From an optimization exercise on the open Yosys and OpenROAD flow, aimed at small area, a short achievable clock period and few clock cycles per item; shortcuts taken in it are not production practice.
RTL that was checked went through simulation tests only; none was proved equivalent to the original.
Function not checked in runs 4 and 6: the RTL went through the layout flow alone.

File: flow/design.v
module rs80_dec (
    input  wire        clk,
    input  wire        rst,           
    input  wire        in_valid,
    output wire        in_ready,
    input  wire [15:0] in_data,
    output wire        out_valid,
    input  wire        out_ready,
    output wire [15:0] out_data,
    output wire        out_last,
    output wire [1:0]  out_status,    
    output wire [6:0]  out_pos        
);
    localparam integer D  = 88;       
    localparam integer DL = 2;        
    localparam [6:0]   DM1 = D - 1;
    localparam [7:0]   DM1W = D - 1;
    localparam [1:0] STATUS_OK  = 2'd0,
                     STATUS_COR = 2'd1,
                     STATUS_UNC = 2'd2;
    function [15:0] gf_mul;
        input [15:0] a;
        input [15:0] b;
        reg   [15:0] p;
        reg   [15:0] x;
        integer      n;
        begin
            p = 16'd0;
            x = a;
            for (n = 0; n < 16; n = n + 1) begin
                if (b[n])
                    p = p ^ x;
                x = {x[14:0], 1'b0} ^ (x[15] ? 16'h100B : 16'h0000);
            end
            gf_mul = p;
        end
    endfunction
    function [15:0] gf_sq;
        input [15:0] a;
        reg   [15:0] p;
        reg   [15:0] x;
        integer      n;
        begin
            p = 16'd0;
            x = 16'h0001;
            for (n = 0; n < 16; n = n + 1) begin
                if (a[n])
                    p = p ^ x;
                x = {x[14:0], 1'b0} ^ (x[15] ? 16'h100B : 16'h0000);
                x = {x[14:0], 1'b0} ^ (x[15] ? 16'h100B : 16'h0000);
            end
            gf_sq = p;
        end
    endfunction
    function automatic [6:0] clmul4;
        input [3:0] a;
        input [3:0] b;
        integer n;
        begin
            clmul4 = 7'd0;
            for (n = 0; n < 4; n = n + 1)
                if (b[n])
                    clmul4 = clmul4 ^ ({3'd0, a} << n);
        end
    endfunction
    function automatic [14:0] clmul8;
        input [7:0] a;
        input [7:0] b;
        reg   [6:0] z0, z1, z2;
        begin
            z0 = clmul4(a[3:0], b[3:0]);
            z2 = clmul4(a[7:4], b[7:4]);
            z1 = clmul4(a[3:0] ^ a[7:4], b[3:0] ^ b[7:4]) ^ z0 ^ z2;
            clmul8 = {8'd0, z0} ^ ({8'd0, z1} << 4) ^ ({8'd0, z2} << 8);
        end
    endfunction
    function automatic [30:0] clmul16;
        input [15:0] a;
        input [15:0] b;
        reg   [14:0] z0, z1, z2;
        begin
            z0 = clmul8(a[7:0], b[7:0]);
            z2 = clmul8(a[15:8], b[15:8]);
            z1 = clmul8(a[7:0] ^ a[15:8], b[7:0] ^ b[15:8]) ^ z0 ^ z2;
            clmul16 = {16'd0, z0} ^ ({16'd0, z1} << 8) ^ ({16'd0, z2} << 16);
        end
    endfunction
    function [15:0] gf_red;
        input [30:0] p;
        reg   [30:0] q;
        integer n;
        begin
            q = p;
            for (n = 30; n >= 16; n = n - 1)
                if (q[n])
                    q = q ^ (31'h1100B << (n - 16));
            gf_red = q[15:0];
        end
    endfunction
    localparam [15:0] A1 = 16'h0002;
    localparam [15:0] A2 = 16'h0004;
    localparam [15:0] A3 = 16'h0008;
    localparam [15:0] A4 = 16'h0010;
    localparam [15:0] A5 = 16'h0020;
    localparam [15:0] AM16 = 16'h922B;    
    integer i;
    reg  [15:0] d_r;
    reg         v_r;
    reg         in_rdy;
    wire        fire = in_valid & in_rdy;
    assign in_ready = in_rdy;
    always @(posedge clk)
        d_r <= in_data;
    reg  [15:0] drum [0:D-1];
    wire [15:0] tap = drum[D-1-DL];
    always @(posedge clk) begin
        drum[0] <= v_r ? d_r : drum[D-1];
        for (i = 1; i < D; i = i + 1)
            drum[i] <= drum[i-1];
    end
    reg  [6:0]  wd;         
    reg  [6:0]  rdd;        
    reg  [6:0]  cnt;        
    reg  [6:0]  ai;         
    reg  [6:0]  wc;         
    reg         run_ok;     
    reg  [6:0]  beat;       
    reg  [2:0]  du_st;      
    reg  [15:0] cur_e;      
    reg         fx;
    reg  [15:0] o_data;
    reg         o_last;
    reg  [1:0]  o_st;
    reg  [6:0]  o_pos;
    reg         o_v;
    assign out_valid  = o_v;
    assign out_data   = o_data;
    assign out_last   = o_last;
    assign out_status = o_st;
    assign out_pos    = o_pos;
    wire b0 = (beat == 7'd0);
    wire du_done = (du_st == 3'd7);
    wire tap_ok = (rdd == DL) && (cnt != 7'd0) && (!b0 || du_done);
    wire rd = tap_ok && (!o_v || out_ready);
    wire last_beat = (beat == 7'd79);
    reg  [15:0] s0, s1, s2, s3, s4, s5;
    wire [15:0] x     = v_r ? d_r : drum[D-1];
    wire        first = (ai == 7'd0);
    wire        slot_ok = (ai < wc) || (v_r && (ai == wc));
    wire [15:0] s0n = first ? x : (s0 ^ x);
    wire [15:0] s1n = first ? x : (gf_mul(s1, A1) ^ x);
    wire [15:0] s2n = first ? x : (gf_mul(s2, A2) ^ x);
    wire [15:0] s3n = first ? x : (gf_mul(s3, A3) ^ x);
    wire [15:0] s4n = first ? x : (gf_mul(s4, A4) ^ x);
    wire [15:0] s5n = first ? x : (gf_mul(s5, A5) ^ x);
    wire        snap = (ai == 7'd79) && run_ok && slot_ok && (du_st == 3'd0);
    always @(posedge clk) begin
        s0 <= s0n; s1 <= s1n; s2 <= s2n;
        s3 <= s3n; s4 <= s4n; s5 <= s5n;
    end
    reg  [15:0] t0, t1, t2, t3, t4, t5;    
    reg  [15:0] e;                         
    reg  [15:0] g;                         
    reg  [30:0] prod;                      
    reg         found;
    reg  [6:0]  m;                         
    reg         hk_ok;
    reg         allz;
    reg         enz;                       
    reg  [15:0] hit;
    reg  [15:0] hit_r;
    reg  [3:0]  hk;
    integer     j;
    always @(*) begin
        for (j = 0; j < 16; j = j + 1)
            hit[j] = (g == gf_mul(e, 16'h0001 << j));
        hk = 4'd0;
        for (j = 0; j < 16; j = j + 1)
            if (hit_r[j])
                hk = hk | (4'd15 - j[3:0]);
    end
    wire       any_hit = |hit_r;
    wire [2:0] ka      = 3'd6 - du_st;           
    wire [1:0] res_st  = allz ? STATUS_OK :
                         (enz && found && hk_ok) ? STATUS_COR : STATUS_UNC;
    wire [6:0] res_pos = (res_st == STATUS_COR) ? m : 7'd0;
    always @(posedge clk) begin
        if (snap) begin
            t0 <= s0n; t1 <= s1n; t2 <= s2n;
            t3 <= s3n; t4 <= s4n;
            e  <= s0n;
            g  <= s1n;
        end else begin
            t0 <= t1; t1 <= t2; t2 <= t3; t3 <= t4; t4 <= t5;
            g  <= gf_mul(g, AM16);
        end
        t5    <= s5n;                  
        hit_r <= hit;
        prod  <= clmul16(t0, t2);
        if (snap) begin
            found <= 1'b0;
            m     <= 7'd0;
            hk_ok <= 1'b1;
        end
        if (du_st == 3'd1) begin
            allz  <= ~|{t0, t1, t2, t3, t4, t5};
            enz   <= |t0;
        end
        if (du_st >= 3'd2 && du_st <= 3'd6) begin
            found <= found | any_hit;
            m     <= m | {ka & {3{any_hit}}, hk};
        end
        if (du_st >= 3'd2 && du_st <= 3'd5)
            hk_ok <= hk_ok & (gf_red(prod) == gf_sq(t0));
    end
    wire       idle     = (cnt == 7'd0) && !v_r;      
    wire [6:0] cv       = cnt + {6'd0, v_r};
    wire [6:0] cvm      = cv - 7'd1;
    wire [6:0] cnt_n    = rd ? cvm : cv;
    wire [6:0] wd_dec   = (wd  == 7'd0) ? DM1 : (wd  - 7'd1);
    wire [6:0] rdd_dec  = (rdd == 7'd0) ? DM1 : (rdd - 7'd1);
    wire [6:0] wd_adv   = v_r ? wd : wd_dec;
    wire       realign  = idle && !fire;
    wire [6:0] wd_n     = realign ? 7'd1 : wd_adv;
    wire [6:0] rdd_n    = realign ? 7'd1 : (rd ? rdd : rdd_dec);
    wire [6:0] ai_inc   = (ai == DM1) ? 7'd0 : ai + 7'd1;
    wire [6:0] wc_inc   = wc + {6'd0, v_r};
    wire       du_busy  = (du_st != 3'd0) && (du_st != 3'd7);
    wire [2:0] du_st_n  = snap ? 3'd1 :
                          du_busy ? du_st + 3'd1 :
                          (rd && b0) ? 3'd0 : du_st;
    wire       cv_le2   = (cv <= DM1 - 7'd1);
    wire       cv_le1   = (cv <= DM1);
    wire       rdy1 = (wd_adv == 7'd0) && (rd ? cv_le1 : cv_le2);
    wire       rdy0 = (idle || (wd_adv == 7'd1)) && (rd || cv_le1);
    always @(posedge clk) begin
        if (rst) begin
            in_rdy  <= 1'b1;
            v_r     <= 1'b0;
            wd      <= 7'd1;
            rdd     <= 7'd1;
            cnt     <= 7'd0;
            ai      <= DM1;
            wc      <= 7'd0;
            run_ok  <= 1'b0;
            beat    <= 7'd0;
            du_st   <= 3'd0;
            o_v     <= 1'b0;
        end else begin
            v_r     <= fire;
            in_rdy  <= fire ? rdy1 : rdy0;
            wd      <= wd_n;
            rdd     <= rdd_n;
            cnt     <= cnt_n;
            if (realign) begin
                ai  <= DM1;
                wc  <= 7'd0;
            end else if (snap) begin
                ai  <= 7'd0;
                wc  <= wc_inc - 7'd80;
            end else begin
                ai  <= ai_inc;
                wc  <= wc_inc;
            end
            run_ok <= (first || run_ok) && slot_ok;
            du_st   <= du_st_n;
            if (rd) begin
                beat <= last_beat ? 7'd0 : beat + 7'd1;
                o_v  <= 1'b1;
            end else if (out_ready) begin
                o_v  <= 1'b0;
            end
        end
    end
    wire [1:0]  st_use = b0 ? res_st : o_st;
    wire        fixhit = b0 ? (res_st == STATUS_COR && m == 7'd0) : fx;
    wire [15:0] e_use  = b0 ? e : cur_e;
    always @(posedge clk) begin
        if (rd) begin
            o_data <= (st_use == STATUS_UNC) ? 16'd0 : (tap ^ (fixhit ? e_use : 16'd0));
            o_last <= last_beat;
            fx <= b0 ? (res_st == STATUS_COR && m == 7'd1) : (beat + 7'd1 == o_pos);
            if (b0) begin
                o_st  <= res_st;
                o_pos <= res_pos;
                cur_e <= e;
            end
        end
    end
endmodule
File: flow/run.sh
#!/bin/bash
# synth_recipe.tcl (not shown) runs the flow's synth.tcl, then flattens the netlist and writes it again
# the make line also repeats each setting of config.mk as NAME=value (left out here)
make -C /OpenROAD-flow-scripts/flow DESIGN_CONFIG=/design/flow/config.mk WORK_HOME=/design/flow/orfs CLKGATE_MAP_FILE= SYNTH_SCRIPT=/design/flow/synth_recipe.tcl finish
File: flow/config.mk
export PLATFORM = sky130hd
export DESIGN_NAME = rs80_dec
export DESIGN_NICKNAME = rs80_dec
export VERILOG_FILES = /design/flow/design.v
export SDC_FILE = /design/flow/constraint.sdc
export NUM_CORES = 4
export LEC_CHECK = 0
export CAP_MARGIN = 20
export CORE_MARGIN = 2
export CORE_UTILIZATION = 50
export CTS_CLUSTER_DIAMETER = 100
export CTS_CLUSTER_SIZE = 30
export SETUP_SLACK_MARGIN = 2.8
export SLEW_MARGIN = 20
File: flow/constraint.sdc
create_clock -name core_clock -period 5.0 [get_ports {clk}]
set_input_delay 1.0000 -clock core_clock [delete_from_list [all_inputs] [get_ports {clk}]]
set_output_delay 1.0000 -clock core_clock [all_outputs]
set_load 0.01 [all_outputs]
==> results of run 1 <==
## timing repair
item | in CTS | in global routing
setup endpoints to repair | 390 | 226
gates cloned | 18 | 2
pin swaps | 58 | 67
gates resized for setup | 467 | 170
buffers inserted | 144 | 57
## worst max path at each step
stage,start,depth (start not counted),slack [ns],endpoint
6_report,e[9],8,2.53,hit_r[15]
5_1_grt,e[9],8,2.42,hit_r[15]
4_1_cts,e[9],7,2.57,hit_r[9]
3_5_place_dp,e[15],7,1.51,hit_r[13]
3_3_place_gp,out_ready,11,1.59,beat[6]
2_1_floorplan,e[13],7,2.63,hit_r[9]
## sequential cells by signal, summed over array words and instances, names as in the netlist, 16 cells and up
register / flops
drum: 1408
prod: 31
cur_e: 16
d_r: 16
e: 16
g: 16
hit_r: 16
o_data: 16
s0: 16
s1: 16
s2: 16
s3: 16
s4: 16
t0: 16
t1: 16
t2: 16
t3: 16
t4: 16
t5: 16
## logic make-up (layout without fill, tap and decap cells)
logic type               Yosys count  count (layout)  synth area share, %
flip-flops                      1782            1782                 71.6
adder cells (fa/ha/maj)           34              34                0.837
AO/OA/AOI/OAI                    137             138                 1.70
AND/OR/NAND/NOR                  667             669                 6.22
multiplexers                     109             109                 2.35
XOR/XNOR                         858             858                 15.5
buffers and inverters            220             477                 1.79
## through the flow
step                hold slack, ns  cell area, um^2
finish                       0.317            59200
global route                 0.321            59200
CTS                          0.319            58000
detailed placement           0.312            52900
global placement             0.310            52900
floorplan                    0.310            51100
## cell type report
type | instances | area, um^2 | share of cell area, %
clock inverter | 10 | 154 | 0.260
multi-input combinational | 1808 | 15500 | 26.1
clock buffer | 78 | 1880 | 3.17
sequential | 1782 | 36500 | 61.6
inverter | 77 | 307 | 0.517
timing repair buffer | 312 | 3220 | 5.44
tap | 1357 | 1700 | 2.87
## Yosys cell counts (18+ instances only)
cell and count:
nand4_1 30, mux2_2 81, nand2_1 196, mux2i_1 28, nor2_1 187, clkbuf_1 87, xor2_1 229, and3_1 18
nor4_1 54, nand3_1 39, buf_2 18, edfxtp_1 70, xnor2_1 600, ha_1 34, buf_1 28, a21oi_1 21
nor2b_1 27, nor3_1 53, o21ai_0 50, dfxtp_1 1712, inv_1 71
## routing by layer
metal  part of all wire [%]  GRT usage (%)  vias to the layer above
li1                       -              -                    12600
met1                     48           27.1                    12600
met2                     43           28.4                      569
met3                    6.1           3.88                      154
met4                    2.5           5.64                        0
met5                      0              0                        -
==> qor.yml, run 1 <==
pre_cts_ws_ns: 1.51
ys_seq_elements: 1782
finalSetupTns_ns: 0
async_reset_ff_share_pct: 0
crit_path_cell_trace: "buf_12, xnor2_2, xor2_1, xnor2_2, buf_4, a2111oi_1, a31oi_1, nor4_1"
ff2ff_setup_slack_ns: 2.53
vias_per_cell: 4.76
hold_depth: 0
fin_skew_ns: 0.0379
postRouteAntennaNets: 0
path_max_fanout: 5
crit_buf_inv: 2
setup.worst_path.class: "register to register"
layout_commonest_cell: "dfxtp_1"
die_h_um: 323
ys_types: 72
htree_levels: 3
r2r_end: "hit_r[15]"
outcome: "no timing/DRC/antenna violations"
drive_gt1_share_pct: 19.1
antenna_found_initial: 2
finalSetupViolations: 0
drc_errors: 0
hold-path-endpoint: "drum[83][14]"
dp_cells: 5115
cts_root_buffer: "clkbuf_16"
finalWorstSetupSlack_ns: 2.53
synth_top_cell_area_share_pct: 67.5
grt_pass1_vias: 25000
antenna_cells: 0
grt.overflow.total: 0
worst-endpoint-required_ns: 5.58
synth.yosys.seq_area_share_pct: 71.6
synth-edff-count: 70
post_drt_wl_per_cell_um: 18.1
hpwlAfterDp_um: 59500
clk-insertion-delay-late_ns: 0.68
final_util_pct: 59.0
max_stage_delay_ns: 0.46
crit_family: "XOR/XNOR gates"
cts_max_path_buffers: 3
critPathLaunchType: "register"
cp-end-kind: "register"
timing.max_cap.violations: 0
max_freq_mhz: 405
cts_tree: "yes"
path_clk_slew_ns: 0.11
slowest_stage: "a2111oi_1"
min-delay-path-class: "register to register"
drv_slew: 0
synthToLayoutAreaGrowth_pct: 16.6
post-route-period-util_pct: 49.4
die_w_um: 323
hp-start: "drum[82][14]"
clkSinkCount: 1782
start_util_pct: 50.6
synth_largest_area_cell: "dfxtp_1"
drtIter0Drc: 1736
synth_nets: 3861
slew_headroom_pct: 52.5
yosys_warnings: 2
first_pass_iters: 5
arrival_ns: 3.05
syn_area_per_cell_um2: 13.3
grt_pass1_wl_um: 149000
num_rows: 116
rr_startpoint: "e[9]"
num-fill-cells: 8102
vias: 25800
final_cell_mix: "dfxtp_1 (1643), xnor2_1 (523), xor2_1 (220)"
grt_setup_unrepaired: "true"
syn_area_mm2: 0.0508
postCtsHoldBufs: 0
dieArea_mm2: 0.104
final_net_count: 4106
fin_cells: 5424
place.gp.congestion: 0.829
ys_top_cells_by_area: "dfxtp_1 (67%), xnor2_1 (10%), edfxtp_1 (4.1%)"
cts_buffers: 71
wl_um: 98300
tightest_slew_ns: 0.698
period_minus_slack_ns: 2.47
path_common_cell: "xnor2_2"
syn_inst: 3807
synth_flop_cell: "dfxtp_1"
portBuffers: 47
grt_max_degree: 60
fp.coreArea_mm2: 0.100
finalHoldViolCount: 0
ios: 48
grtUsageTotal_pct: 18.8
reg2regPathDepth: 8
Testbench counts, summed over its fixed seeds: cycles 16,064, items 192.
==> run 2, diff against run 1 <==
--- a/flow/config.mk
+++ b/flow/config.mk
@@ -7,8 +7,8 @@
 export LEC_CHECK = 0
 export CAP_MARGIN = 20
 export CORE_MARGIN = 2
-export CORE_UTILIZATION = 50
+export CORE_UTILIZATION = 66
 export CTS_CLUSTER_DIAMETER = 100
 export CTS_CLUSTER_SIZE = 30
-export SETUP_SLACK_MARGIN = 2.8
+export SETUP_SLACK_MARGIN = 2.6
 export SLEW_MARGIN = 20
==> qor.yml, run 2 <==
cp-end-kind: "register"
ios: 48  # unchanged
fin_skew_ns: 0.0252  # -0.0127 ns
cts_max_path_buffers: 3  # unchanged
largestRegisters: "drum: 1408 flops, prod: 31 flops"
postRouteAntennaNets: 0  # unchanged
wl_um: 111000  # +13%
die_w_um: 281  # -13%
clkSinkCount: 1782  # unchanged
finalSetupTns_ns: 0  # unchanged
vias: 26700  # +3.4%
period_minus_slack_ns: 2.49  # +0.0248 ns
place.gp.congestion: 0.880  # +6.2%
dieArea_mm2: 0.0792  # -24%
htree_levels: 3  # unchanged
syn_area_mm2: 0.0508  # unchanged
max_freq_mhz: 401  # -1.0%
yosys_warnings: 2  # unchanged
synth_nets: 3861  # unchanged
yosysMostFrequentCell: "dfxtp_1"
pre_cts_ws_ns: 1.46  # -0.0469 ns
synth_flop_cell: "dfxtp_1"
grt_max_degree: 39  # -35%
finalSetupViolations: 0  # unchanged
grt_pass1_vias: 27000  # +8.0%
rr_startpoint: "e[12]"
outcome: "no timing/DRC/antenna violations"
num_rows: 101  # -13%
dr_wl_met3_um: 7890  # +32%
synth_top_cell_area_share_pct: 67.5  # unchanged
drv_slew: 0  # unchanged
drtIter0Drc: 2170  # +25%
slew_headroom_pct: 38.0  # -15 points
layout_commonest_cell: "dfxtp_1"
final_cell_mix: "dfxtp_1 (1667), xnor2_1 (551), xor2_1 (222)"
cts_buffers: 72  # +1.4%
first_pass_iters: 5  # unchanged
grtUsageTotal_pct: 27.0  # +8.2 points
crit_buf_inv: 2  # unchanged
grt_pass1_wl_um: 162000  # +8.4%
syn_inst: 3807  # unchanged
largest_reg_flops: 1408  # unchanged
worst-endpoint-required_ns: 5.61  # +0.03 ns
hp-start: "drum[31][4]"
wl_met2_um: 52700  # +23%
hold_depth: 0  # unchanged
reg2regPathDepth: 8  # unchanged
wl_met1_um: 46500  # -1.5%
r2r_end: "hit_r[9]"
fp.coreArea_mm2: 0.0761  # -24%
min-delay-path-class: "register to register"
synthToLayoutAreaGrowth_pct: 13.0
crit_family: "XOR/XNOR gates"
start_util_pct: 66.8  # +16 points
yosys-top-cells-count: "dfxtp_1 (1712), xnor2_1 (600), xor2_1 (229)"
cts_root_buffer: "clkbuf_16"
antenna_found_initial: 2  # unchanged
drc_errors: 0  # unchanged
grt.overflow.total: 0  # unchanged
final_net_count: 4049  # -1.4%
synth.yosys.seq_area_share_pct: 71.6  # unchanged
path_clk_slew_ns: 0.12  # about the same
finalHoldViolCount: 0  # unchanged
cts_tree: "yes"
max_stage_delay_ns: 0.52  # +0.06 ns
syn_area_per_cell_um2: 13.3  # unchanged
path_common_cell: "buf_6"
hold-path-endpoint: "drum[32][4]"
arrival_ns: 3.10  # +0.05 ns
die_h_um: 281  # -13%
post_drt_wl_per_cell_um: 22.0  # +22%
async_reset_ff_share_pct: 0  # unchanged
vias_per_cell: 5.29  # +11%
hpwlAfterDp_um: 63100  # +6.1%
ys_top_cells_by_area: "dfxtp_1 (67%), xnor2_1 (10%), edfxtp_1 (4.1%)"
timing.max_cap.violations: 0  # unchanged
portBuffers: 47  # unchanged
ff2ff_setup_slack_ns: 2.51  # -0.02 ns
slowest_stage: "edfxtp_1"
synth-edff-count: 70  # unchanged
grt_setup_unrepaired: "true"
critPathLaunchType: "register"
finalWorstSetupSlack_ns: 2.51  # -0.0248 ns
tightest_slew_ns: 0.921  # +0.223 ns
crit_path_cell_trace: "buf_6, xnor3_2, xor2_4, buf_6, xor2_2, nand4_1, or4_4, nor3_2"
drive_gt1_share_pct: 14.8  # -4.2 points
regMostFlops: "drum"
setup.worst_path.class: "register to register"
num-fill-cells: 4562  # -44%
post-route-period-util_pct: 49.9  # +0.50 points
clk-insertion-delay-late_ns: 0.69  # about the same
ys_types: 72  # unchanged
synth_largest_area_cell: "dfxtp_1"
ys_seq_elements: 1782  # unchanged
top_layer_used: "met4"
path_max_fanout: 3  # -2
[run 2: logic make-up (layout without fill, tap and decap cells)]
family          count (synthesis)  count (layout)  share of synthesized area [%]
compound gates                137             138                           1.70
xor+xnor                      858             858                           15.5
fa+ha+maj                      34              34                          0.837
buf+inv                       220             425                           1.79
flops                        1782            1782                           71.6
mux                           109             109                           2.35
other cells                     0               2                              0
simple gates                  667             669                           6.22
[run 2: how the worst max path moves through the flow]
| stage | end | depth (start not counted) | from | slack [ns] |
|---|---|---|---|---|
| CTS | wc[6] | 11 | wc[5] | 2.55 |
| detailed placement | in_rdy | 11 | out_ready | 1.46 |
| floorplan | found | 10 | wc[1] | 2.60 |
| global route | hit_r[9] | 8 | e[12] | 2.46 |
| global placement | in_rdy | 11 | out_ready | 1.50 |
| finish | hit_r[9] | 8 | e[12] | 2.51 |
[run 2: per-stage QoR]
step | hold WS, ns | util [%] | area [um^2] | cells
finish | 0.311 | 75.5 | 57400 | 5047
global route | 0.313 | 75.5 | 57400 | 5046
CTS | 0.319 | 73.9 | 56200 | 4998
detailed placement | 0.312 | 68.7 | 52300 | 4777
global placement | 0.310 | 68.7 | 52300 | 4777
floorplan | 0.310 | - | 50900 | 3807
[run 2: what timing repair did]
item                                    in CTS  in global routing
setup buffers                              116                 43
gates cloned                                11                  4
pin swaps                                   37                 54
gates resized for setup                    196                154
endpoints found under the setup margin     308                158
hold buffers                                 0                  0
[run 2: metal layers]
metal | up-vias | global-route usage (%)
li1 | 12400 | -
met1 | 13000 | 36.0
met2 | 1043 | 44.8
met3 | 255 | 4.14
met4 | 0 | 10.0
met5 | - | 0
[run 2: layout make-up]
| class | count | area, um^2 | share of cell area (%) |
|---|---|---|---|
| antenna | 2 | 5.00 | 0.00871 |
| clock buffer | 77 | 1820 | 3.17 |
| clock inverter | 17 | 320 | 0.558 |
| inverter | 77 | 293 | 0.510 |
| multi-input combinational | 1808 | 14700 | 25.6 |
| sequential | 1782 | 36500 | 63.5 |
| tap | 1030 | 1290 | 2.24 |
| timing repair buffer | 254 | 2510 | 4.37 |
==> run 3, diff against run 2 <==
--- a/flow/config.mk
+++ b/flow/config.mk
@@ -7,7 +7,7 @@
 export LEC_CHECK = 0
 export CAP_MARGIN = 20
 export CORE_MARGIN = 2
-export CORE_UTILIZATION = 66
+export CORE_UTILIZATION = 60
 export CTS_CLUSTER_DIAMETER = 100
 export CTS_CLUSTER_SIZE = 30
 export SETUP_SLACK_MARGIN = 2.6
==> qor.yml, run 3 <==
outcome: "no timing/DRC/antenna violations"
rr_startpoint: "e[6]"
finalHoldViolCount: 0  # unchanged
finalInstanceArea_mm2: 0.0577  # +0.47%
r2r_end: "hit_r[15]"
syn_area_mm2: 0.0508  # unchanged
slowest_stage: "xor3_2"
synth_top_cell_area_share_pct: 67.5  # unchanged
cts_max_path_buffers: 3  # unchanged
vias_per_cell: 5.03  # -4.9%
timing.max_cap.violations: 0  # unchanged
place.gp.congestion: 0.873  # -0.90%
drive_gt1_share_pct: 15.6  # +0.76 points
setup.worst_path.class: "register to register"
final_cell_mix: "dfxtp_1 (1667), xnor2_1 (552), xor2_1 (222)"
ys_types: 72  # unchanged
regMostFlops: "drum"
crit_buf_inv: 1  # -1
crit_end: "hit_r[15]"
synth_largest_area_cell: "dfxtp_1"
finalSetupTns_ns: 0  # unchanged
num_rows: 106  # +5.0%
grt_pass1_vias: 25300  # -6.1%
final_net_count: 4079  # +0.74%
cts_root_buffer: "clkbuf_16"
grt.overflow.total: 0  # unchanged
ys_top_cells_by_area: "dfxtp_1 (67%), xnor2_1 (10%), edfxtp_1 (4.1%)"
antenna_found_initial: 1  # -1
holdWs_ns: 0.308  # -0.00328 ns
grt_pass1_wl_um: 145000  # -10%
syn_area_per_cell_um2: 13.3  # unchanged
hpwlAfterDp_um: 60100  # -4.7%
arrival_ns: 3.06  # -0.04 ns
vias: 26100  # -2.4%
yosys-top-cells-count: "dfxtp_1 (1712), xnor2_1 (600), xor2_1 (229)"
critPathLaunchType: "register"
path_clk_slew_ns: 0.11  # about the same
ios: 48  # unchanged
worst-endpoint-required_ns: 5.56  # -0.05 ns
cp_num_cells: 7  # -1
max_stage_delay_ns: 0.63  # +0.11 ns
cp-end-kind: "register"
slew_headroom_pct: 32.5  # -5.5 points
crit_family: "XOR/XNOR gates"
yosys_warnings: 2  # unchanged
cts_buffers: 70  # -2.8%
first_pass_iters: 5  # unchanged
drv_slew: 0  # unchanged
grt_max_degree: 60  # +54%
htree_levels: 3  # unchanged
portBuffers: 47  # unchanged
ys_seq_elements: 1782  # unchanged
fp.coreArea_mm2: 0.0837  # +10%
syn_inst: 3807  # unchanged
die_h_um: 295  # +4.8%
die_w_um: 295  # +4.8%
fin_cells: 5179  # +2.6%
layout_commonest_cell: "dfxtp_1"
start_util_pct: 60.7  # -6.1 points
post_drt_wl_per_cell_um: 18.9  # -14%
synth-edff-count: 70  # unchanged
synthToLayoutAreaGrowth_pct: 13.6
drtIter0Drc: 2029  # -6.5%
clkSinkCount: 1782  # unchanged
hp-start: "drum[8][3]"
synth.yosys.seq_area_share_pct: 71.6  # unchanged
ff2ff_setup_slack_ns: 2.49  # about the same
tightest_slew_ns: 1.01  # +0.0917 ns
finalSetupViolations: 0  # unchanged
synth_nets: 3861  # unchanged
reg2regPathDepth: 7  # -1
cts_tree: "yes"
dp_cells: 4887  # +2.3%
finalWorstSetupSlack_ns: 2.49  # -0.0128 ns
crit_path_cell_trace: "xor3_2, xnor2_4, buf_6, xnor2_1, nor4_2, o2111ai_1, nor4_1"
async_reset_ff_share_pct: 0  # unchanged
grt_setup_unrepaired: "true"
post-route-period-util_pct: 50.1  # +0.26 points
drc_errors: 0  # unchanged
synth_flop_cell: "dfxtp_1"
wl_um: 97700  # -12%
place_area_mm2: 0.0525  # +0.36%
dieArea_mm2: 0.0870  # +9.9%
clk-insertion-delay-late_ns: 0.68  # about the same
fin_skew_ns: 0.0444  # +0.0192 ns
largest_reg_flops: 1408  # unchanged
pre_cts_ws_ns: 1.21  # -0.249 ns
period_minus_slack_ns: 2.51  # +0.0128 ns
yosysMostFrequentCell: "dfxtp_1"
grtUsageTotal_pct: 21.6  # -5.4 points
setup.worst_path.start: "e[6]"
path_max_fanout: 7  # +4
postRouteAntennaNets: 0  # unchanged
largestRegisters: "drum: 1408 flops, prod: 31 flops"
min-delay-path-class: "register to register"
max_freq_mhz: 399  # -0.51%
run 3: per-layer routing:
layer / track usage, % / share of wire [%] / up-vias
met5: 0 / 0.013 / -
met4: 6.71 / 2.8 / 2
met3: 3.47 / 6.4 / 171
met2: 34.1 / 45 / 794
met1: 30.7 / 46 / 12600
li1: - / - / 12500
run 3: area by class of cell:
cell class                      instances  area (um^2)
Antenna cell                            1         2.50
Clock buffer                           79         1820
Clock inverter                         12          253
Fill cell                            5836        26000
Inverter                               77          293
Multi-Input combinational cell       1806        14700
Sequential cell                      1782        36500
Tap cell                             1134         1420
Timing Repair Buffer                  288         2780
run 3: through the flow:
stage	util (%)
global route	68.9
floorplan	-
global placement	62.7
CTS	66.9
finish	68.9
detailed placement	62.7
run 3: logic make-up (layout without fill, tap and decap cells):
kind of cell	after synthesis	count (layout)	synth area share (%)
multiplexers	109	109	2.35
flip-flops	1782	1782	71.6
adder cells (fa/ha/maj)	34	34	0.837
XOR/XNOR	858	858	15.5
buffers and inverters	220	456	1.79
AO/OA/AOI/OAI	137	137	1.70
other	0	1	0
AND/OR/NAND/NOR	667	668	6.22
run 3: timing repair:
item / CTS / global route
cloned: 2 / 11
hold buffers: 0 / 0
endpoints found under the setup margin: 326 / 164
endpoints found under the hold margin: 0 / 0
pin swaps: 29 / 50
gates resized for setup: 166 / 173
setup buffers: 94 / 93
run 3: worst min-delay path by stage:
stage / slack (ns) / cells past startpoint / end
3_5_place_dp: 0.31 / 0 / drum[18][8]
5_1_grt: 0.31 / 0 / drum[61][1]
6_report: 0.31 / 0 / drum[9][3]
2_1_floorplan: 0.31 / 0 / drum[10][0]
3_3_place_gp: 0.31 / 0 / drum[63][8]
4_1_cts: 0.31 / 0 / drum[61][1]
==> run 4, diff against run 3 <==
--- a/flow/design.v
+++ b/flow/design.v
@@ -11,10 +11,11 @@
     output wire [1:0]  out_status,    
     output wire [6:0]  out_pos        
 );
-    localparam integer D  = 88;       
-    localparam integer DL = 2;        
+    localparam integer D  = 86;       
+    localparam integer DL = 1;        
     localparam [6:0]   DM1 = D - 1;
     localparam [7:0]   DM1W = D - 1;
+    localparam [6:0]   D7 = D;
     localparam [1:0] STATUS_OK  = 2'd0,
                      STATUS_COR = 2'd1,
                      STATUS_UNC = 2'd2;
@@ -109,12 +110,15 @@
     reg         in_rdy;
     wire        fire = in_valid & in_rdy;
     assign in_ready = in_rdy;
+    wire        hold;
     always @(posedge clk)
-        d_r <= in_data;
+        if (!hold)
+            d_r <= in_data;
     reg  [15:0] drum [0:D-1];
     wire [15:0] tap = drum[D-1-DL];
-    always @(posedge clk) begin
-        drum[0] <= v_r ? d_r : drum[D-1];
+    wire        we;                  
+    always @(posedge clk) begin
+        drum[0] <= we ? d_r : drum[D-1];
         for (i = 1; i < D; i = i + 1)
             drum[i] <= drum[i-1];
     end
@@ -139,14 +143,14 @@
     assign out_status = o_st;
     assign out_pos    = o_pos;
     wire b0 = (beat == 7'd0);
-    wire du_done = (du_st == 3'd7);
+    wire du_done = (du_st == 3'd6) || (du_st == 3'd7);
     wire tap_ok = (rdd == DL) && (cnt != 7'd0) && (!b0 || du_done);
     wire rd = tap_ok && (!o_v || out_ready);
     wire last_beat = (beat == 7'd79);
     reg  [15:0] s0, s1, s2, s3, s4, s5;
-    wire [15:0] x     = v_r ? d_r : drum[D-1];
+    wire [15:0] x     = we ? d_r : drum[D-1];
     wire        first = (ai == 7'd0);
-    wire        slot_ok = (ai < wc) || (v_r && (ai == wc));
+    wire        slot_ok = (ai < wc) || (we && (ai == wc));
     wire [15:0] s0n = first ? x : (s0 ^ x);
     wire [15:0] s1n = first ? x : (gf_mul(s1, A1) ^ x);
     wire [15:0] s2n = first ? x : (gf_mul(s2, A2) ^ x);
@@ -181,9 +185,12 @@
     end
     wire       any_hit = |hit_r;
     wire [2:0] ka      = 3'd6 - du_st;           
+    wire       last_b  = (du_st == 3'd6);
+    wire       res_found = found | (last_b & any_hit);
+    wire [6:0] res_m   = m | {3'd0, hk & {4{last_b}}};
     wire [1:0] res_st  = allz ? STATUS_OK :
-                         (enz && found && hk_ok) ? STATUS_COR : STATUS_UNC;
-    wire [6:0] res_pos = (res_st == STATUS_COR) ? m : 7'd0;
+                         (enz && res_found && hk_ok) ? STATUS_COR : STATUS_UNC;
+    wire [6:0] res_pos = (res_st == STATUS_COR) ? res_m : 7'd0;
     always @(posedge clk) begin
         if (snap) begin
             t0 <= s0n; t1 <= s1n; t2 <= s2n;
@@ -213,26 +220,29 @@
         if (du_st >= 3'd2 && du_st <= 3'd5)
             hk_ok <= hk_ok & (gf_red(prod) == gf_sq(t0));
     end
+    assign     we       = v_r && (wd == 7'd0) && (cnt != D7);
+    assign     hold     = v_r && !we;
     wire       idle     = (cnt == 7'd0) && !v_r;      
-    wire [6:0] cv       = cnt + {6'd0, v_r};
+    wire [6:0] cv       = cnt + {6'd0, we};
     wire [6:0] cvm      = cv - 7'd1;
     wire [6:0] cnt_n    = rd ? cvm : cv;
     wire [6:0] wd_dec   = (wd  == 7'd0) ? DM1 : (wd  - 7'd1);
     wire [6:0] rdd_dec  = (rdd == 7'd0) ? DM1 : (rdd - 7'd1);
-    wire [6:0] wd_adv   = v_r ? wd : wd_dec;
+    wire [6:0] wd_adv   = we ? wd : wd_dec;
     wire       realign  = idle && !fire;
     wire [6:0] wd_n     = realign ? 7'd1 : wd_adv;
     wire [6:0] rdd_n    = realign ? 7'd1 : (rd ? rdd : rdd_dec);
     wire [6:0] ai_inc   = (ai == DM1) ? 7'd0 : ai + 7'd1;
-    wire [6:0] wc_inc   = wc + {6'd0, v_r};
-    wire       du_busy  = (du_st != 3'd0) && (du_st != 3'd7);
+    wire [6:0] wc_inc   = wc + {6'd0, we};
+    wire       du_busy  = (du_st != 3'd0) && (du_st < 3'd6);
     wire [2:0] du_st_n  = snap ? 3'd1 :
                           du_busy ? du_st + 3'd1 :
-                          (rd && b0) ? 3'd0 : du_st;
-    wire       cv_le2   = (cv <= DM1 - 7'd1);
-    wire       cv_le1   = (cv <= DM1);
-    wire       rdy1 = (wd_adv == 7'd0) && (rd ? cv_le1 : cv_le2);
-    wire       rdy0 = (idle || (wd_adv == 7'd1)) && (rd || cv_le1);
+                          (rd && b0) ? 3'd0 :
+                          (du_st == 3'd6) ? 3'd7 : du_st;
+    wire       room_n   = rd || (cv != D7);           
+    wire       wr_next  = (wd_adv == 7'd0) && room_n;
+    wire       rdy1     = wr_next;                    
+    wire       rdy0     = !hold || wr_next;
     always @(posedge clk) begin
         if (rst) begin
             in_rdy  <= 1'b1;
@@ -247,7 +257,7 @@
             du_st   <= 3'd0;
             o_v     <= 1'b0;
         end else begin
-            v_r     <= fire;
+            v_r     <= fire || hold;
             in_rdy  <= fire ? rdy1 : rdy0;
             wd      <= wd_n;
             rdd     <= rdd_n;
@@ -273,13 +283,13 @@
         end
     end
     wire [1:0]  st_use = b0 ? res_st : o_st;
-    wire        fixhit = b0 ? (res_st == STATUS_COR && m == 7'd0) : fx;
+    wire        fixhit = b0 ? (res_st == STATUS_COR && res_m == 7'd0) : fx;
     wire [15:0] e_use  = b0 ? e : cur_e;
     always @(posedge clk) begin
         if (rd) begin
             o_data <= (st_use == STATUS_UNC) ? 16'd0 : (tap ^ (fixhit ? e_use : 16'd0));
             o_last <= last_beat;
-            fx <= b0 ? (res_st == STATUS_COR && m == 7'd1) : (beat + 7'd1 == o_pos);
+            fx <= b0 ? (res_st == STATUS_COR && res_m == 7'd1) : (beat + 7'd1 == o_pos);
             if (b0) begin
                 o_st  <= res_st;
                 o_pos <= res_pos;
==> qor.yml, run 4 <==
multiInputGateArea_mm2: 0.0164  # +12%
synth_nets: 3835  # -0.67%
fp.coreArea_mm2: 0.0836  # -0.16%
start_util_pct: 60.5  # -0.19 points
synthToLayoutAreaGrowth_pct: 18.4
fin_skew_ns: 0.0443  # -0.0000835 ns
wl_um: 105000  # +7.5%
cts_max_path_buffers: 3  # unchanged
largest_reg_flops: 1376  # -2.3%
slew_headroom_pct: 42.3  # +9.8 points
final_cell_mix: "dfxtp_1 (1612), xnor2_1 (445), xor2_1 (260)"
cp-end-kind: "register"
regMostFlops: "drum"
drc_errors: 0  # unchanged
yosysMostFrequentCell: "dfxtp_1"
place_area_mm2: 0.0523  # -0.37%
grt_pass1_wl_um: 157000  # +8.2%
timing.max_cap.violations: 0  # unchanged
die_h_um: 294  # -0.23%
grt_max_degree: 98  # +63%
first_pass_iters: 5  # unchanged
dieArea_mm2: 0.0866  # -0.46%
period_minus_slack_ns: 2.72  # +0.218 ns
finalInstanceArea_mm2: 0.0599  # +3.8%
setup.worst_path.class: "register to register"
path_max_fanout: 8  # +1
postRouteAntennaNets: 0  # unchanged
syn_area_per_cell_um2: 13.4  # +0.27%
layout_commonest_cell: "dfxtp_1"
synth_flop_cell: "dfxtp_1"
path_clk_slew_ns: 0.11  # about the same
drive_gt1_share_pct: 20.2  # +4.6 points
yosys-top-cells-count: "dfxtp_1 (1664), xnor2_1 (486), xor2_1 (332)"
ys_seq_elements: 1750  # -1.8%
cts_root_buffer: "clkbuf_16"
ios: 48  # unchanged
post_drt_wl_per_cell_um: 20.4  # +7.9%
cts_tree: "yes"
synth_largest_area_cell: "dfxtp_1"
grt_setup_unrepaired: "true"
clk-insertion-delay-late_ns: 0.69  # about the same
ys_types: 70  # -2.8%
portBuffers: 47  # unchanged
htree_levels: 3  # unchanged
grt.overflow.total: 0  # unchanged
synth_top_cell_area_share_pct: 65.9  # -1.6 points
post-route-period-util_pct: 54.5  # +4.4 points
outcome: "no timing/DRC/antenna violations"
hpwlAfterDp_um: 61600  # +2.5%
vias: 26600  # +1.9%
min-delay-path-class: "register to register"
arrival_ns: 3.26  # +0.20 ns
final_net_count: 4115  # +0.88%
largestRegisters: "drum: 1376 flops, prod: 31 flops"
grtUsageTotal_pct: 23.7  # +2.1 points
postCtsHoldBufs: 0  # unchanged
ys_top_cells_by_area: "dfxtp_1 (66%), xnor2_1 (8.4%), xor2_1 (5.8%)"
max_freq_mhz: 367  # -8.0%
place.gp.congestion: 0.900  # +3.1%
finalSetupViolations: 0  # unchanged
syn_inst: 3779  # -0.74%
clkSinkCount: 1750  # -1.8%
cts_buffers: 69  # -1.4%
async_reset_ff_share_pct: 0  # unchanged
syn_area_mm2: 0.0506  # -0.47%
num-fill-cells: 5506  # -5.7%
antenna_found_initial: 6  # +5
finalHoldViolCount: 0  # unchanged
yosys_warnings: 2  # unchanged
synth.yosys.seq_area_share_pct: 71.0  # -0.61 points
regArea_mm2: 0.0360  # -1.3%
vias_per_cell: 5.15  # +2.4%
grt_pass1_vias: 26800  # +5.9%
critPathLaunchType: "register"
finalSetupTns_ns: 0  # unchanged
die_w_um: 294  # -0.23%
drtIter0Drc: 1827  # -10%
drv_slew: 0  # unchanged
worst-endpoint-required_ns: 5.54  # -0.02 ns
num_rows: 106  # unchanged
synth-edff-count: 86  # +23%
tightest_slew_ns: 0.866  # -0.147 ns
==> run 4: cell count changes after synthesis, sizes merged, moves of 18 or more <==
cell    change
clkbuf     -19
xor2      +103
nand2      +30
a21oi      +30
dfxtp      -48
xnor2     -119
nor2b      -18
nor2       -46
==> run 4: worst paths after layout <==
path / startpoint / endpoint / slack, ns / cells past startpoint
hold reg to reg: drum[24][15] / drum[25][15] / 0.31 / 0
setup / recovery: wd[5] / t2[8] / 2.28 / 10
hold / removal: drum[24][15] / drum[25][15] / 0.31 / 0
setup reg to reg: wd[5] / t2[8] / 2.28 / 10
==> run 4: through the flow <==
stage               setup slack (ns)  hold WS (ns)  std cells  utilization, %
detailed placement              1.53         0.312       4799            62.6
global route                    2.18         0.326       5155            71.7
floorplan                       2.43         0.310       3779               -
global placement                1.51         0.310       4799            62.6
CTS                             2.34         0.310       5071            69.0
finish                          2.28         0.312       5156            71.7
==> run 4: logic make-up after synthesis <==
family | after synthesis | synth area share (%)
flip-flops | 1750 | 71.0
XOR/XNOR | 844 | 15.2
AND/OR/NAND/NOR | 660 | 6.26
buffers and inverters | 212 | 1.83
AO/OA/AOI/OAI | 149 | 1.80
multiplexers | 128 | 3.06
adder cells (fa/ha/maj) | 36 | 0.891
==> run 4: routing by layer <==
layer | vias up | share of wire (%) | track usage [%]
li1 | 12600 | - | -
met1 | 13000 | 45 | 32.8
met2 | 759 | 46 | 38.2
met3 | 220 | 6.0 | 3.73
met4 | 6 | 3.0 | 7.93
met5 | - | 0.031 | 0
==> run 4: area by class of cell <==
type	instances	share of cell area (%)
Clock inverter	13	0.351
Inverter	71	0.462
Clock buffer	74	2.91
Timing Repair Buffer	349	6.52
Multi-Input combinational cell	1818	27.4
Sequential cell	1750	60.1
Tap cell	1080	2.26
Antenna cell	1	0.00418
==> run 4: worst max-delay path, stage by stage (launching register included) <==
cell and delay [ns]:
dfxtp_2 0.35, nor4_4 0.28, and3b_2 0.25, o211ai_1 0.20, buf_4 0.21, o32a_4 0.33, nor2_4 0.20, buf_12 0.18
buf_6 0.12, buf_16 0.15, mux2_4 0.30
==> run 4: what timing repair did <==
item                                    in CTS  in global routing
endpoints found under the setup margin     410                259
resized for setup                          352                269
setup buffers                              170                 77
gates cloned                                15                  7
pin swaps                                   66                 83
hold endpoints to repair                     0                  0
==> run 5, diff against run 4 <==
--- a/flow/design.v
+++ b/flow/design.v
@@ -116,7 +116,7 @@
             d_r <= in_data;
     reg  [15:0] drum [0:D-1];
     wire [15:0] tap = drum[D-1-DL];
-    wire        we;                  
+    reg         we;                  
     always @(posedge clk) begin
         drum[0] <= we ? d_r : drum[D-1];
         for (i = 1; i < D; i = i + 1)
@@ -220,7 +220,6 @@
         if (du_st >= 3'd2 && du_st <= 3'd5)
             hk_ok <= hk_ok & (gf_red(prod) == gf_sq(t0));
     end
-    assign     we       = v_r && (wd == 7'd0) && (cnt != D7);
     assign     hold     = v_r && !we;
     wire       idle     = (cnt == 7'd0) && !v_r;      
     wire [6:0] cv       = cnt + {6'd0, we};
@@ -247,6 +246,7 @@
         if (rst) begin
             in_rdy  <= 1'b1;
             v_r     <= 1'b0;
+            we      <= 1'b0;
             wd      <= 7'd1;
             rdd     <= 7'd1;
             cnt     <= 7'd0;
@@ -258,6 +258,7 @@
             o_v     <= 1'b0;
         end else begin
             v_r     <= fire || hold;
+            we      <= (fire || hold) && wr_next;
             in_rdy  <= fire ? rdy1 : rdy0;
             wd      <= wd_n;
             rdd     <= rdd_n;
--- a/flow/config.mk
+++ b/flow/config.mk
@@ -7,7 +7,7 @@
 export LEC_CHECK = 0
 export CAP_MARGIN = 20
 export CORE_MARGIN = 2
-export CORE_UTILIZATION = 60
+export CORE_UTILIZATION = 66
 export CTS_CLUSTER_DIAMETER = 100
 export CTS_CLUSTER_SIZE = 30
 export SETUP_SLACK_MARGIN = 2.6
==> qor.yml, run 5 <==
outcome: "no timing/DRC/antenna violations"
ys_top_cells_by_area: "dfxtp_1 (66%), xnor2_1 (11%), edfxtp_1 (5.1%)"
place.gp.congestion: 0.917  # +1.8%
die_w_um: 280  # -4.8%
clk-insertion-delay-late_ns: 0.68  # about the same
reg2regPathDepth: 8  # -2
min-delay-path-class: "register to register"
ff2ff_setup_slack_ns: 2.48  # +0.21 ns
largest_reg_flops: 1376  # unchanged
vias_per_cell: 5.26  # +2.1%
synth_top_cell_area_share_pct: 66.2  # +0.37 points
synth.yosys.seq_area_share_pct: 71.4  # +0.39 points
synthToLayoutAreaGrowth_pct: 11.4
ys_seq_elements: 1751  # +0.057%
finalSetupViolations: 0  # unchanged
final_cell_mix: "dfxtp_1 (1626), xnor2_1 (599), nand2_1 (451)"
synth_flop_cell: "dfxtp_1"
post-route-period-util_pct: 50.3  # -4.2 points
setup.worst_path.start: "e[10]"
yosys_warnings: 2  # unchanged
regMostFlops: "drum"
clkSinkCount: 1751  # +0.057%
yosys-top-cells-count: "dfxtp_1 (1665), xnor2_1 (635), nand2_1 (454)"
final_net_count: 4127  # +0.29%
cts_tree: "yes"
fp.coreArea_mm2: 0.0757  # -9.4%
antenna_found_initial: 0  # -6
finalSetupTns_ns: 0  # unchanged
syn_inst: 3938  # +4.2%
path_clk_slew_ns: 0.10  # about the same
drc_errors: 0  # unchanged
crit_path_cell_trace: "buf_4, xnor2_2, xor2_1, xnor2_1, xnor2_1, nor4_1, nand4_1, nor4_1"
path_max_fanout: 3  # -5
finalHoldViolCount: 0  # unchanged
r2r_end: "hit_r[15]"
drive_gt1_share_pct: 10.7  # -9.6 points
crit_buf_inv: 1  # -3
die_h_um: 280  # -4.8%
grt_pass1_wl_um: 157000  # +0.33%
syn_area_per_cell_um2: 12.8  # -4.5%
postRouteAntennaNets: 0  # unchanged
largestRegisters: "drum: 1376 flops, prod: 31 flops"
syn_area_mm2: 0.0503  # -0.50%
htree_levels: 3  # unchanged
post_drt_wl_per_cell_um: 20.5  # +0.90%
holdWs_ns: 0.293  # -0.0187 ns
slew_headroom_pct: 39.4  # -2.9 points
wl_um: 104000  # -0.82%
crit_end: "hit_r[15]"
max_freq_mhz: 397  # +8.3%
ys_types: 63  # -10%
async_reset_ff_share_pct: 0  # unchanged
grt_setup_unrepaired: "true"
grt_max_degree: 98  # unchanged
critPathLaunchType: "register"
rr_startpoint: "e[10]"
dieArea_mm2: 0.0785  # -9.4%
grtUsageTotal_pct: 26.1  # +2.5 points
tightest_slew_ns: 0.906  # +0.0400 ns
synth_largest_area_cell: "dfxtp_1"
max_stage_delay_ns: 0.49  # +0.14 ns
cts_root_buffer: "clkbuf_16"
synth_nets: 3994  # +4.1%
fin_skew_ns: 0.0588  # +0.0146 ns
worst-endpoint-required_ns: 5.55  # about the same
vias: 26700  # +0.38%
cts_max_path_buffers: 3  # unchanged
timing.max_cap.violations: 0  # unchanged
arrival_ns: 3.06  # -0.20 ns
ios: 48  # unchanged
start_util_pct: 66.5  # +6.0 points
cp-end-kind: "register"
num_rows: 101  # -4.7%
setup.worst_path.class: "register to register"
period_minus_slack_ns: 2.52  # -0.209 ns
grt_pass1_vias: 27200  # +1.6%
first_pass_iters: 6  # +1
layout_commonest_cell: "dfxtp_1"
synth-edff-count: 86  # unchanged
crit_family: "XOR/XNOR gates"
hpwlAfterDp_um: 62300  # +1.1%
slowest_stage: "edfxtp_1"
grt.overflow.total: 0  # unchanged
final_util_pct: 74.0  # +2.4 points
drtIter0Drc: 2228  # +22%
portBuffers: 47  # unchanged
antenna_cells: 0  # -1
yosysMostFrequentCell: "dfxtp_1"
cts_buffers: 70  # +1.4%
cp_num_cells: 8  # -2
drv_slew: 0  # unchanged
run 5: cell count changes after synthesis, moves of 16 or more:
cell,before,now
nand2_1,226,454
xnor2_1,486,635
xor2_1,332,215
mux2_2,78,1
nor2_1,140,176
inv_2,0,19
mux2i_1,19,37
or3_1,22,6
run 5: stage by stage:
stage	instance area (um^2)	setup slack [ns]	instances
floorplan	50400	2.58	3938
global placement	51700	1.78	4856
detailed placement	51700	1.69	4856
CTS	55200	2.50	5032
global route	56000	2.43	5068
finish	56000	2.48	5068
run 5: logic make-up (layout without fill, tap and decap cells):
logic type / count (synthesis) / after routing / share of synthesized area [%]
flops: 1751 / 1751 / 71.4
simple gates: 901 / 901 / 7.93
xor+xnor: 876 / 876 / 15.9
buf+inv: 214 / 365 / 1.72
compound gates: 122 / 123 / 1.44
mux: 38 / 38 / 0.758
fa+ha+maj: 36 / 36 / 0.895
run 5: how the worst min path moves through the flow:
stage / end / startpoint / depth (start not counted)
3_5_place_dp: drum[16][4] / drum[15][4] / 0
6_report: drum[79][3] / drum[78][3] / 0
2_1_floorplan: drum[10][0] / drum[9][0] / 0
4_1_cts: drum[51][13] / drum[50][13] / 0
3_3_place_gp: drum[63][10] / drum[62][10] / 0
5_1_grt: drum[76][15] / drum[75][15] / 0
run 5: area by class of cell:
type,count,area (um^2)
clock buffer,74,1780
clock inverter,17,339
fill,4686,19700
inverter,78,322
multi-input combinational,1974,14500
sequential,1751,36000
tap,978,1220
timing repair buffer,195,1900
timing repair inverter,1,8.76
run 5: worst register-to-register path, cell delays in order, from the launching register on:
cell and delay, ns:
edfxtp_1 0.49, buf_4 0.22, xnor2_2 0.42, xor2_1 0.31
xnor2_1 0.18, xnor2_1 0.18, nor4_1 0.22, nand4_1 0.15
nor4_1 0.27
run 5: metal layers:
metal | GRT usage (%) | wire, um | vias to the layer above
met1 | 35.0 | 44500 | 12900
met4 | 8.97 | 3670 | 0
met3 | 4.33 | 6870 | 248
li1 | - | - | 12600
met2 | 43.4 | 49100 | 945
met5 | 0 | 0 | -
run 5: what timing repair did:
action                     4_1_cts  5_1_grt
buffers inserted                79       31
hold buffers                     0        0
resized for setup              160      106
cloned                           6        5
pin swaps                       22       17
setup endpoints to repair      208      186
Testbench counts of run 5, summed over its fixed seeds: cycles 16,056, items 192.
==> run 6, diff against run 5 <==
--- a/flow/design.v
+++ b/flow/design.v
@@ -142,11 +142,14 @@
     assign out_last   = o_last;
     assign out_status = o_st;
     assign out_pos    = o_pos;
-    wire b0 = (beat == 7'd0);
+    reg  b0;                
+    reg  lastb;             
+    reg  rdl;               
+    reg  cnz;               
     wire du_done = (du_st == 3'd6) || (du_st == 3'd7);
-    wire tap_ok = (rdd == DL) && (cnt != 7'd0) && (!b0 || du_done);
+    wire tap_ok = rdl && cnz && (!b0 || du_done);
     wire rd = tap_ok && (!o_v || out_ready);
-    wire last_beat = (beat == 7'd79);
+    wire last_beat = lastb;
     reg  [15:0] s0, s1, s2, s3, s4, s5;
     wire [15:0] x     = we ? d_r : drum[D-1];
     wire        first = (ai == 7'd0);
@@ -171,13 +174,19 @@
     reg         hk_ok;
     reg         allz;
     reg         enz;                       
-    reg  [15:0] hit;
-    reg  [15:0] hit_r;
+    reg  [15:0] hlo, hhi;                  
+    reg  [15:0] hlo_r, hhi_r;
+    reg  [15:0] exj;
+    wire [15:0] hit_r = hlo_r & hhi_r;
     reg  [3:0]  hk;
     integer     j;
     always @(*) begin
         for (j = 0; j < 16; j = j + 1)
-            hit[j] = (g == gf_mul(e, 16'h0001 << j));
+        begin
+            exj    = gf_mul(e, 16'h0001 << j);
+            hlo[j] = (g[7:0]  == exj[7:0]);
+            hhi[j] = (g[15:8] == exj[15:8]);
+        end
         hk = 4'd0;
         for (j = 0; j < 16; j = j + 1)
             if (hit_r[j])
@@ -202,7 +211,8 @@
             g  <= gf_mul(g, AM16);
         end
         t5    <= s5n;                  
-        hit_r <= hit;
+        hlo_r <= hlo;
+        hhi_r <= hhi;
         prod  <= clmul16(t0, t2);
         if (snap) begin
             found <= 1'b0;
@@ -210,9 +220,11 @@
             hk_ok <= 1'b1;
         end
         if (du_st == 3'd1) begin
-            allz  <= ~|{t0, t1, t2, t3, t4, t5};
+            allz  <= ~|{t0, t1, t2};           
             enz   <= |t0;
         end
+        if (du_st == 3'd2)
+            allz  <= allz & ~|{t2, t3, t4};    
         if (du_st >= 3'd2 && du_st <= 3'd6) begin
             found <= found | any_hit;
             m     <= m | {ka & {3{any_hit}}, hk};
@@ -254,6 +266,10 @@
             wc      <= 7'd0;
             run_ok  <= 1'b0;
             beat    <= 7'd0;
+            b0      <= 1'b1;
+            lastb   <= 1'b0;
+            rdl     <= 1'b1;      
+            cnz     <= 1'b0;
             du_st   <= 3'd0;
             o_v     <= 1'b0;
         end else begin
@@ -275,7 +291,11 @@
             end
             run_ok <= (first || run_ok) && slot_ok;
             du_st   <= du_st_n;
+            rdl     <= realign || (rd ? rdl : (rdd == DL + 1));
+            cnz     <= rd ? (cv != 7'd1) : (cv != 7'd0);
             if (rd) begin
+                b0    <= lastb;
+                lastb <= (beat == 7'd78);
                 beat <= last_beat ? 7'd0 : beat + 7'd1;
                 o_v  <= 1'b1;
             end else if (out_ready) begin
--- a/flow/config.mk
+++ b/flow/config.mk
@@ -10,5 +10,5 @@
 export CORE_UTILIZATION = 66
 export CTS_CLUSTER_DIAMETER = 100
 export CTS_CLUSTER_SIZE = 30
-export SETUP_SLACK_MARGIN = 2.6
+export SETUP_SLACK_MARGIN = 2.8
 export SLEW_MARGIN = 20
==> qor.yml, run 6 <==
async_reset_ff_share_pct: 0  # unchanged
min-delay-path-class: "register to register"
postRouteAntennaNets: 0  # unchanged
final_util_pct: 76.1  # +2.1 points
slew_headroom_pct: 29.1  # -10 points
ys_types: 65  # +3.2%
yosys_warnings: 2  # unchanged
vias: 26200  # -1.7%
finalHoldViolCount: 0  # unchanged
grt_setup_unrepaired: "true"
period_minus_slack_ns: 2.62  # +0.103 ns
drive_gt1_share_pct: 16.8  # +6.2 points
holdWs_ns: 0.313  # +0.0198 ns
synthToLayoutAreaGrowth_pct: 14.3
grt.busiest_layer: "met2"
yosys-top-cells-count: "dfxtp_1 (1685), xnor2_1 (579), xor2_1 (235)"
grt_max_degree: 98  # unchanged
htree_levels: 3  # unchanged
synth_largest_area_cell: "dfxtp_1"
syn_inst: 3763  # -4.4%
die_w_um: 281  # +0.20%
grt_pass1_vias: 26700  # -2.0%
ios: 48  # unchanged
cts_tree: "yes"
timing.max_cap.violations: 0  # unchanged
worst-endpoint-required_ns: 5.52  # -0.03 ns
die_h_um: 281  # +0.20%
finalSetupViolations: 0  # unchanged
synth_nets: 3818  # -4.4%
syn_area_per_cell_um2: 13.4  # +5.1%
outcome: "no timing/DRC/antenna violations"
setup.worst_path.class: "register to register"
syn_area_mm2: 0.0505  # +0.40%
num_rows: 101  # unchanged
antenna_cells: 0  # unchanged
ys_seq_elements: 1771  # +1.1%
fp.coreArea_mm2: 0.0758  # +0.17%
pre_cts_ws_ns: 1.71  # +0.0188 ns
num-fill-cells: 4494  # -4.1%
final_net_count: 4024  # -2.5%
cts_buffers: 70  # unchanged
synth.yosys.seq_area_share_pct: 71.9  # +0.51 points
clk-insertion-delay-late_ns: 0.69  # about the same
final_cell_mix: "dfxtp_1 (1640), xnor2_1 (528), xor2_1 (215)"
grtUsageTotal_pct: 25.6  # -0.53 points
finalInstanceArea_mm2: 0.0577  # +3.0%
antenna_found_initial: 1  # +1
vias_per_cell: 5.28  # +0.33%
regMostFlops: "drum"
max_freq_mhz: 382  # -3.9%
fin_skew_ns: 0.0411  # -0.0177 ns
cts_max_path_buffers: 3  # unchanged
finalWorstSetupSlack_ns: 2.38  # -0.103 ns
largest_reg_flops: 1376  # unchanged
critPathLaunchType: "register"
synth_top_cell_area_share_pct: 66.8  # +0.53 points
gr-usage-met2_pct: 43.5  # +0.089 points
clkSinkCount: 1771  # +1.1%
grt.overflow.total: 0  # unchanged
cts_root_buffer: "clkbuf_16"
cp-end-kind: "register"
layout_commonest_cell: "dfxtp_1"
path_max_fanout: 16  # +13
tightest_slew_ns: 1.05  # +0.148 ns
first_pass_iters: 5  # -1
ys_top_cells_by_area: "dfxtp_1 (67%), xnor2_1 (10%), edfxtp_1 (5.1%)"
drv_slew: 0  # unchanged
drc_errors: 0  # unchanged
drtIter0Drc: 2080  # -6.6%
met3_usage_pct: 3.21  # -1.1 points
postCtsHoldBufs: 0  # unchanged
place_area_mm2: 0.0520  # +0.63%
place.gp.congestion: 0.870  # -5.0%
grt_util_met1_pct: 34.2  # -0.79 points
wl_um: 101000  # -2.5%
arrival_ns: 3.14  # +0.08 ns
portBuffers: 47  # unchanged
yosysMostFrequentCell: "dfxtp_1"
synth_flop_cell: "dfxtp_1"
grt_pass1_wl_um: 155000  # -1.2%
dieArea_mm2: 0.0788  # +0.39%
post_drt_wl_per_cell_um: 20.4  # -0.50%
finalSetupTns_ns: 0  # unchanged
post-route-period-util_pct: 52.4  # +2.1 points
largestRegisters: "drum: 1376 flops, prod: 31 flops"
path_clk_slew_ns: 0.11  # about the same
start_util_pct: 66.6  # +0.15 points
synth-edff-count: 86  # unchanged
hpwlAfterDp_um: 60400  # -3.1%
-- run 6: final timing paths --
check / cells after the start / slack (ns) / to / start
max: 8 / 2.38 / o_data[11] / hhi_r[0]
min: 0 / 0.31 / drum[58][13] / drum[57][13]
max reg2reg: 8 / 2.38 / o_data[11] / hhi_r[0]
min reg2reg: 0 / 0.31 / drum[58][13] / drum[57][13]
-- run 6: cells by family after synthesis --
kind of cell    share of synthesized area, %
compound gates                          1.88
flops                                   71.9
simple gates                            5.81
xor+xnor                                15.0
fa+ha+maj                              0.867
buf+inv                                 1.68
mux                                     2.90
-- run 6: metrics by stage --
step                std cells
finish                   4964
global route             4964
CTS                      4886
detailed placement       4680
global placement         4679
floorplan                3763
-- run 6: routing by layer --
metal,wire [um],vias up
met1,43000,12800
met4,3400,0
met5,0,-
met3,5200,199
li1,-,12400
met2,49800,776
-- run 6: layout make-up --
| type | count | area [um^2] | area share, % |
|---|---|---|---|
| Timing Repair Buffer | 270 | 2680 | 4.65 |
| Multi-Input combinational cell | 1789 | 15100 | 26.1 |
| Tap cell | 978 | 1220 | 2.12 |
| Clock buffer | 77 | 1800 | 3.12 |
| Clock inverter | 12 | 268 | 0.464 |
| Inverter | 67 | 260 | 0.451 |
| Sequential cell | 1771 | 36400 | 63.1 |
-- run 6: timing repair --
item,CTS,global route
cloned,17,2
pin swaps,49,41
gates resized for setup,352,157
setup buffers,100,76
setup endpoints to repair,348,273
hold endpoints to repair,0,0
-- run 6: worst max-delay path, stage by stage (launching register included) --
cell	delay, ns
dfxtp_1	0.36
a222oi_1	0.30
nand4_1	0.31
o32a_1	0.41
a2111oi_4	0.33
a21oi_2	0.09
buf_6	0.17
or3_1	0.32
a21oi_2	0.16

==> what the ideal ports hide <==
The results above use ideal ports. As a check the final layouts listed here were re-extracted and re-timed, cells and wires unchanged. Step 1: set_driving_cell puts a clkbuf_16 on clk and a buf_2 on each other input, an assumption about the parent block. Step 2 adds t to the input delays and takes it off the output delays; t is the mean of the earliest and latest rising clock arrival at the registers after step 1. Input paths then give back, and output paths get back, about the clock's delay inside the block. Three values: no drivers, after step 1, after step 2; two values: the first two.
run	shift t [ns]	slack for setup (ns)	pins driven straight from the clock port
run 1	0.726	2.531 / 2.531 / 2.174	1
run 2	0.743	2.506 / 2.506 / 2.002	1
run 3	0.726	2.494 / 2.494 / 2.034	1
run 4	0.734	2.275 / 2.275 / 1.975	1
run 5	0.725	2.484 / 2.484 / 2.073	1
run 6	0.744	2.381 / 2.381 / 2.204	1
After both steps every run listed still meets setup and hold. The setup slack of run 2, which loses most, moves by 0.000 ns with the drivers and by -0.504 ns with both steps.
